This is an optimization exercise on Yosys and OpenROAD, whose aim is small area, a short achievable clock period and few clock cycles, not a production implementation. Only simulation tests tie the RTL to the original design; equivalence was not proved. Power and IR drop assume default switching activity.

// dsp_exec
module dsp_exec (
    input  wire        clk,
    input  wire        rst,         
    input  wire        in_valid,
    output wire        in_ready,
    input  wire [35:0] in_insn,
    output reg         out_valid,
    input  wire        out_ready,
    output reg  [31:0] out_d,
    output reg  [39:0] out_acc,
    output reg  [15:0] out_st
);
export LEC_CHECK = 0
export CAP_MARGIN = 20
export CORE_MARGIN = 2
export CORE_UTILIZATION = 60
export PLACE_DENSITY = 0.72
export SETUP_SLACK_MARGIN = 0.5
export SLEW_MARGIN = 20
create_clock -name core_clock -period 17.0 [get_ports {clk}]
standard.sh (not shown) runs the stock make flow with config.mk's settings and CLKGATE_MAP_FILE= SYNTH_SCRIPT=/design/flow/synth_recipe.tcl, a recipe that flattens the netlist after the stock synthesis.
==> flow/flow/run.sh <==
#!/bin/bash
# Standard ORFS layout (the standard.sh) with two changes to how it is made:
#  - setup repair aims for slack well beyond the 17 ns clock (SETUP_SLACK_MARGIN
#    raised), so repair_timing works the paths down to about 5.4 ns;
#  - the port buffers are buf_2 cells (resizable buf family) instead of the
#    default delay-buffer cell, which MATCH_CELL_FOOTPRINT keeps from resizing.
# Clock, constraints and every other step are unchanged.  Make's output goes to
# flow_make.log; ORFS writes each step's log under orfs/logs.
set -euo pipefail
MARGIN=${MARGIN:-11.6}
bash standard.sh SETUP_SLACK_MARGIN=$MARGIN "BUFFER_PORTS_ARGS=-buffer_cell sky130_fd_sc_hd__buf_2" finish > flow_make.log 2>&1
The first run produced a clean layout.
Testbench counts at the start, summed over its fixed seeds: cycles 32,773.
Then changed:
--- a/flow/flow/run.sh
+++ b/flow/flow/run.sh
@@ -3,3 +3,3 @@
 #  - setup repair aims for slack well beyond the 17 ns clock (SETUP_SLACK_MARGIN
-#    raised), so repair_timing works the paths down to about 5.4 ns;
+#    raised), so repair_timing works the paths down to about 5.3 ns;
 #  - the port buffers are buf_2 cells (resizable buf family) instead of the
@@ -9,3 +9,3 @@
 set -euo pipefail
-MARGIN=${MARGIN:-11.6}
+MARGIN=${MARGIN:-11.7}
 bash standard.sh SETUP_SLACK_MARGIN=$MARGIN "BUFFER_PORTS_ARGS=-buffer_cell sky130_fd_sc_hd__buf_2" finish > flow_make.log 2>&1
ABC_AREA = 1   (was unset)
CORE_UTILIZATION = 52   (was 60)
PLACE_DENSITY = 0.65   (was 0.72)
Effect: The changed run completed with no timing, DRC or antenna violations; cell area is lower by 2.2%; core utilization is lower by 12 points; synthesized area went up by 1.2%; global-route usage came out lower by 5.1 points; fmax is higher by 2.6%; power increases by 6.4%; first-iteration DRC count went down by 23%; die area increases by 17%; sequential power rises by about 4%; worst setup slack gets better by 0.14 ns; critical path depth falls by 3.


Starting RTL as in the previous note.
Settings: LEC_CHECK=0, ABC_AREA=1, CAP_MARGIN=20, CORE_MARGIN=2, CORE_UTILIZATION=55, PLACE_DENSITY=0.68, SETUP_SLACK_MARGIN=0.5, SLEW_MARGIN=20; clock period 17.0 ns.
==> flow/flow/run.sh <==
#!/bin/bash
# Standard ORFS layout (the standard.sh) with two changes to how it is made:
#  - setup repair aims for slack well beyond the 17 ns clock (SETUP_SLACK_MARGIN
#    raised), so repair_timing works the paths down to about 5.1 ns;
#  - the port buffers are buf_2 cells (resizable buf family) instead of the
#    default delay-buffer cell, which MATCH_CELL_FOOTPRINT keeps from resizing.
# Clock, constraints and every other step are unchanged.  Make's output goes to
# flow_make.log; ORFS writes each step's log under orfs/logs.
set -euo pipefail
MARGIN=${MARGIN:-11.9}
bash standard.sh SETUP_SLACK_MARGIN=$MARGIN "BUFFER_PORTS_ARGS=-buffer_cell sky130_fd_sc_hd__buf_2" finish > flow_make.log 2>&1
The first run completed without violations.
Testbench counts at the start, summed over its fixed seeds: cycles 32,773.
Change:
--- a/flow/flow/run.sh
+++ b/flow/flow/run.sh
@@ -4 +4 @@
-#    raised), so repair_timing works the paths down to about 5.1 ns;
+#    raised), so repair_timing works the paths down to about 5.4 ns;
@@ -10 +10 @@
-MARGIN=${MARGIN:-11.9}
+MARGIN=${MARGIN:-11.6}
--- a/flow/config.mk
+++ b/flow/config.mk
@@ -8 +7,0 @@
-export ABC_AREA = 1
@@ -11,2 +10,3 @@
-export CORE_UTILIZATION = 55
-export PLACE_DENSITY = 0.68
+export CORE_UTILIZATION = 60
+export CTS_BUF_LIST = sky130_fd_sc_hd__clkbuf_8
+export PLACE_DENSITY = 0.72
The changed run ran to the end with no violations; sequential power goes down by about 3%; area after synthesis falls by 1.2%; global-route usage rose by 3.0 points; worst setup slack loses 500 ps.
Change:
--- a/flow/config.mk
+++ b/flow/config.mk
@@ -7,0 +8 @@
+export ABC_AREA = 1
@@ -10,3 +11,2 @@
-export CORE_UTILIZATION = 60
-export CTS_BUF_LIST = sky130_fd_sc_hd__clkbuf_8
-export PLACE_DENSITY = 0.72
+export CORE_UTILIZATION = 55
+export PLACE_DENSITY = 0.68
The new run produced a clean layout.
Synthesized cell count came out higher by 31%.
Die area came out higher by 10%.
Worst setup slack gets better by 230 ps.
Final area came out lower by 1.9%.
Critical path depth came out higher by 3.
Worst hold slack gets worse by 7.5 ps.
Change:
--- a/flow/flow/run.sh
+++ b/flow/flow/run.sh
@@ -4 +4 @@
-#    raised), so repair_timing works the paths down to about 5.4 ns;
+#    raised), so repair_timing works the paths down to about 5.6 ns;
@@ -10 +10 @@
-MARGIN=${MARGIN:-11.6}
+MARGIN=${MARGIN:-11.4}
--- a/flow/config.mk
+++ b/flow/config.mk
@@ -8 +7,0 @@
-export ABC_AREA = 1
Outcome: Synthesized cell count shrinks by about 23%; synthesized area fell by 1.2%; clock skew rises by 29 ps; utilization came out higher by 0.57 points; global-route usage fell by 1.5 points; setup slack degrades by 400 ps.


dsp_exec, a different RTL version from the one above (not shown whole).
Size in the first run: ~5500 cells after synthesis, ~820 flip-flops, roughly 130 I/O pins.
Settings: LEC_CHECK=0, CAP_MARGIN=20, CORE_MARGIN=2, CORE_UTILIZATION=55, PLACE_DENSITY=0.68, SETUP_SLACK_MARGIN=0.5, SLEW_MARGIN=20; clock period 17.0 ns.
==> flow/flow/run.sh <==
#!/bin/bash
# Standard ORFS layout (the standard.sh) with two changes to how it is made:
#  - setup repair aims for slack well beyond the 17 ns clock (SETUP_SLACK_MARGIN
#    raised), so repair_timing works the paths down to about 5.4 ns;
#  - the port buffers are buf_2 cells (resizable buf family) instead of the
#    default delay-buffer cell, which MATCH_CELL_FOOTPRINT keeps from resizing.
# Clock, constraints and every other step are unchanged.  Make's output goes to
# flow_make.log; ORFS writes each step's log under orfs/logs.
set -euo pipefail
MARGIN=${MARGIN:-11.6}
bash standard.sh SETUP_SLACK_MARGIN=$MARGIN "BUFFER_PORTS_ARGS=-buffer_cell sky130_fd_sc_hd__buf_2" finish > flow_make.log 2>&1
Testbench counts at the start, summed over its fixed seeds: cycles 32,773.
Next try:
ABC_AREA = 1   (was not set)
Sequential power climbs by about 4%.
Sequential share of layout area increases by 2.0 points.
Combinational power goes up by about 3%.
Maximum frequency grows by 6.7%.
Critical path depth fell by 3.

-- what the ideal ports hide --
In the flow no input, the clock included, has a driving cell. The finished layouts below were timed again as built, in two steps. Step 1: set_driving_cell puts a clkbuf_16 on clk and a buf_2 on each other input, an assumption about the parent block. Step 2 adds t to the input delays and takes it off the output delays; t is the mean of the earliest and latest rising clock arrival at the registers after step 1. Input paths then give back, and output paths get back, about the clock's delay inside the block. Slacks: ideal / step 1 / step 2; pairs: ideal / step 1.
run	t (ns)	setup slack, ns	clock arrival spread, ns	worst register clock-pin slew, ns	pins driven straight from the clock port
the first run of note 1	0.753	11.499 / 11.499 / 10.958	0.076 / 0.076	0.08 / 0.08	1
the second run of note 1	0.780	11.637 / 11.637 / 11.090	0.053 / 0.053	0.07 / 0.07	1
the first run of note 2	0.781	11.840 / 11.840 / 11.248	0.048 / 0.048	0.07 / 0.07	1
the second run of note 2	0.938	11.339 / 11.339 / 10.799	0.073 / 0.073	0.09 / 0.09	1
the third run of note 2	0.790	11.566 / 11.566 / 10.943	0.041 / 0.041	0.07 / 0.07	1
the fourth run of note 2	0.772	11.166 / 11.166 / 10.785	0.070 / 0.070	0.08 / 0.08	1
the first run of note 3	0.784	11.149 / 11.149 / 10.736	0.046 / 0.046	0.08 / 0.08	1
the second run of note 3	0.773	11.514 / 11.514 / 11.015	0.050 / 0.050	0.07 / 0.07	1
After both steps setup and hold are still met in every run listed. The setup slack of the third run of note 2, which loses most, moves by 0.000 ns with the drivers and by -0.623 ns with both steps.
